From an optimization exercise on the open Yosys and OpenROAD flow, aimed at small area, a short achievable clock period and few clock cycles per item; shortcuts taken in it are not production practice.
RTL that was checked went through simulation tests only; none was proved equivalent to the original.

==> run a <==
==> flow/design.v (excerpt) <==
module hedgerow_bq2 (
    input  wire               clk,
    input  wire               rst,
    input  wire               in_valid,
    output wire               in_ready,
    input  wire signed [23:0] x_m,
    input  wire signed [7:0]  x_e,
    input  wire [1:0]         bq_en,
    input  wire signed [23:0] bq1_b0,
    input  wire signed [23:0] bq1_b1,
    input  wire signed [23:0] bq1_b2,
    input  wire signed [23:0] bq1_a1,
    input  wire signed [23:0] bq1_a2,
    input  wire signed [7:0]  bq1_exp,
    input  wire signed [23:0] bq2_b0,
    input  wire signed [23:0] bq2_b1,
    input  wire signed [23:0] bq2_b2,
    input  wire signed [23:0] bq2_a1,
    input  wire signed [23:0] bq2_a2,
    input  wire signed [7:0]  bq2_exp,
    output reg                out_valid,
    output reg  signed [23:0] y_m,
    output reg  signed [7:0]  y_e,
    output reg                ovf
);
export LEC_CHECK = 0
export CAP_MARGIN = 20
export CORE_MARGIN = 2
export CORE_UTILIZATION = 60
export PLACE_DENSITY = 0.75
export SLEW_MARGIN = 20
create_clock -name core_clock -period 25.0 [get_ports {clk}]
run.sh (not shown) runs the stock make flow with config.mk's settings and CLKGATE_MAP_FILE= SYNTH_SCRIPT=/design/flow/synth_recipe.tcl, a recipe that flattens the netlist after the stock synthesis.
==> run b (differences from run a) <==
--- a/flow/design.v
+++ b/flow/design.v
@@ -176,14 +176,15 @@
     wire signed [62:0] tmA = inA >>> dA;
     wire signed [62:0] tmB = inB >>> dB;
     wire signed [62:0] tmS = inS >>> dS;
     reg signed [62:0] acc;
     reg signed [9:0]  Ra;
-    reg  nput, nF;                      
-    wire signed [7:0] es_n = es[nF];
+    reg               nput;             
+    reg signed [7:0]  es_n;             
+    reg signed [10:0] n_pmin, n_pmax;   
     wire        n_sg = acc[62];
-    wire [63:0] n_mg = {2'b00, acc[61:0] ^ {62{n_sg}}};
+    wire [63:0] n_mg = {2'b00, acc[61:0] ^ acc[62:1]};
     wire        n_nz = |acc;
     wire [31:0] hz1; wire [31:0] hp1;
     wire [15:0] hz2; wire [31:0] hp2;
     wire [7:0]  hz3; wire [23:0] hp3;
     wire [3:0]  hz4; wire [15:0] hp4;
@@ -234,25 +235,29 @@
     wire [6:0] n_L  = hz6 ? 7'd0 : ({1'b0, hp6} + 7'd1);
     wire [6:0] n_tz = {1'b0, lp6};      
     wire signed [10:0] n_R    = {Ra[9], Ra};
     wire signed [10:0] n_emin = nput ? {{3{es_n[7]}}, es_n} : -11'sd64;
     wire signed [10:0] n_emax = nput ? 11'sd40 : 11'sd63;
-    wire signed [10:0] n_pmin = n_emin - n_R + 11'sd63;
-    wire signed [10:0] n_pmax = n_emax - n_R + 11'sd63;
     wire signed [10:0] n_Ls   = {4'd0, n_L};
     wire signed [10:0] n_p0   = n_Ls + 11'sd1;
-    wire signed [10:0] n_pm1  = n_pmin - 11'sd1;
-    wire               n_up   = (n_Ls >= n_pm1);                 
-    wire               n_gt   = (n_Ls >= n_pmax);                
+    wire signed [10:0] n_t1   = n_pmin - 11'sd2;
+    wire signed [10:0] n_t2   = n_pmax - 11'sd1;
+    wire [5:0]         n_h    = hp6;
+    wire n_up = hz6 ? (n_pmin <= 11'sd1) :
+                ((n_t1 <= 11'sd0) | ((n_t1 <= 11'sd63) & (n_h >= n_t1[5:0])));    
+    wire n_gt = hz6 ? (n_pmax <= 11'sd0) :
+                ((n_t2 <= 11'sd0) | ((n_t2 <= 11'sd63) & (n_h >= n_t2[5:0])));    
+    wire n_gs = hz6 ? (n_pmax < 11'sd0) :
+                ((n_pmax <= 11'sd0) | ((n_pmax <= 11'sd63) & (n_h >= n_pmax[5:0])));  
     wire               n_mm   = (n_pmin > n_pmax);
     wire               n_over = n_nz && (n_up ? n_gt : n_mm);    
     wire signed [10:0] n_e0   = n_Ls + n_R - 11'sd62;
     wire signed [10:0] n_E1   = n_over ? n_emax : (n_up ? n_e0 : n_emin);
     wire [6:0]  n_minc = (n_pmin < 11'sd0) ? 7'd0 : ((n_pmin > 11'sd87) ? 7'd87 : n_pmin[6:0]);
     wire [6:0]  n_maxc = (n_pmax < 11'sd0) ? 7'd0 : ((n_pmax > 11'sd87) ? 7'd87 : n_pmax[6:0]);
     wire [6:0]  n_pc   = n_over ? n_maxc : (n_up ? n_p0[6:0] : n_minc);
-    wire        n_sat  = n_over && (n_Ls > n_pmax);
+    wire        n_sat  = n_over && n_gs;
     wire signed [86:0] n_ext = {acc, 24'd0};
     wire signed [86:0] n_w   = n_ext >>> {n_pc[6:3], 3'd0};
     wire        n_st  = ({1'b0, n_tz} + 8'd25) <= {1'b0, n_pc};
     wire signed [10:0] n_es  = {{3{es_n[7]}}, es_n};
     wire signed [10:0] n_K0  = n_R - 11'sd62 - n_es;              
@@ -270,10 +275,17 @@
     reg [4:0]         w_rk0, w_rk1;
     reg [31:0]        w_w;
     reg [2:0]         w_f;
     reg               w_st, w_sg, w_nz, w_over, w_sat, w_top, w_put;
     reg signed [7:0]  w_E1;
+    wire uy  = tA[2] | t2[7];             
+    wire u2  = tA[8] | t2[13];            
+    wire uF  = t2[7] | t2[11] | t2[13] | m_f;
+    wire signed [7:0]  u_es   = u2 ? pu_e : es[uF];
+    wire signed [10:0] u_emin = uy ? -11'sd64 : {{3{u_es[7]}}, u_es};
+    wire signed [10:0] u_emax = uy ? 11'sd63 : 11'sd40;
+    wire signed [10:0] u_R    = {Rp[9], Rp};
     wire [31:0] r_w   = w_w >> w_f;
     wire [23:0] w_q   = r_w[24:1];
     wire        w_g   = r_w[0];
     wire        r_inc = w_g & (w_st | w_q[0]);
     wire signed [24:0] r_r = {w_q[23], w_q} + {24'd0, r_inc};
@@ -332,12 +344,14 @@
         pY     <= (take & en_any) | t2[5];
         p1     <= tA[4] | t2[9];
         p2     <= tA[6] | t2[11];
         pSec   <= t2[5] | t2[9] | t2[11];
         pF     <= t2[5] | t2[9] | t2[11] | (take ? ~bq_en[0] : m_f);
-        nput   <= tA[6] | tA[8] | t2[11] | t2[13];
-        nF     <= t2[7] | t2[11] | t2[13] | m_f;
+        nput   <= ~uy;
+        es_n   <= u_es;
+        n_pmin <= u_emin - u_R + 11'sd63;
+        n_pmax <= u_emax - u_R + 11'sd63;
         w_E1   <= n_E1[7:0];
         if (in_ready) begin
             X1_m <= x_m;
             ebA  <= {bq_en[0] ? bq1_exp[7] : bq2_exp[7], bq_en[0] ? bq1_exp : bq2_exp}
                   + ((x_m == 24'sd0) ? -9'sd64 : {x_e[7], x_e});
CORE_UTILIZATION = 40   (was 60)
PLACE_DENSITY = 0.6   (was 0.75)
==> results.toml <==
[detailed_routing]
avgViaCountPerCell = 6.17

[cells_and_area]
design_area_um2 = 85400
sh_seq_area = 0.218
seq_cells = 748

[run_status]
status = "finished clean"

[setup_path]
crit_family = "simple AND/OR/NAND/NOR gates"
slowest_stage = "o21ai_2"
path_max_fanout = 53
critPathRequiredTime_ns = 25.60

[power]
(the above is from run b)
==> results.toml <==
[setup_path]
path_max_fanout = 88
slowest_stage = "a31o_2"
crit_family = "compound AO/OA/AOI/OAI gates"
critPathRequiredTime_ns = 25.53

[cells_and_area]
design_area_um2 = 82100
sh_seq_area = 0.219
seq_cells = 719

[global_routing]
use_met1 = 0.538

[clock_tree]
clock_latency_ns = 0.72

[detailed_routing]
avgViaCountPerCell = 6.86

[run_status]
status = "finished clean"

[sta]
setup_ws_ns = 15.24
(the above is from run a)
Testbench counts of run a, summed over its fixed seeds: cycles 96,755, items 9,600.
Only the layout flow was run in run b; the RTL was not checked for function there.

-- what the ideal ports hide --
How much do the figures lean on ideal ports? The routed layouts below were timed once more, with nothing changed but the port constraints.
Step 1 assumes that a clkbuf_16 drives the clock port and a buf_2 every other input.
Step 2 adds t to the input delays and takes it off the output delays; t is the mean of the earliest and latest rising clock arrival at the registers after step 1. Input paths then give back, and output paths get back, about the clock's delay inside the block.
a / b / c = ideal ports / drivers / drivers and shift; a / b = the first two.
| run | t (ns) | setup WS [ns] | worst hold slack (ns) | pins driven straight from the clock port |
|---|---|---|---|---|
| run a | 0.779 | 15.237 / 15.237 / 15.237 | 0.324 / 0.324 / 0.324 | 1 |
| run b | 0.794 | 15.808 / 15.808 / 15.808 | 0.394 / 0.394 / 0.394 | 1 |
After both steps every run listed still meets setup and hold.
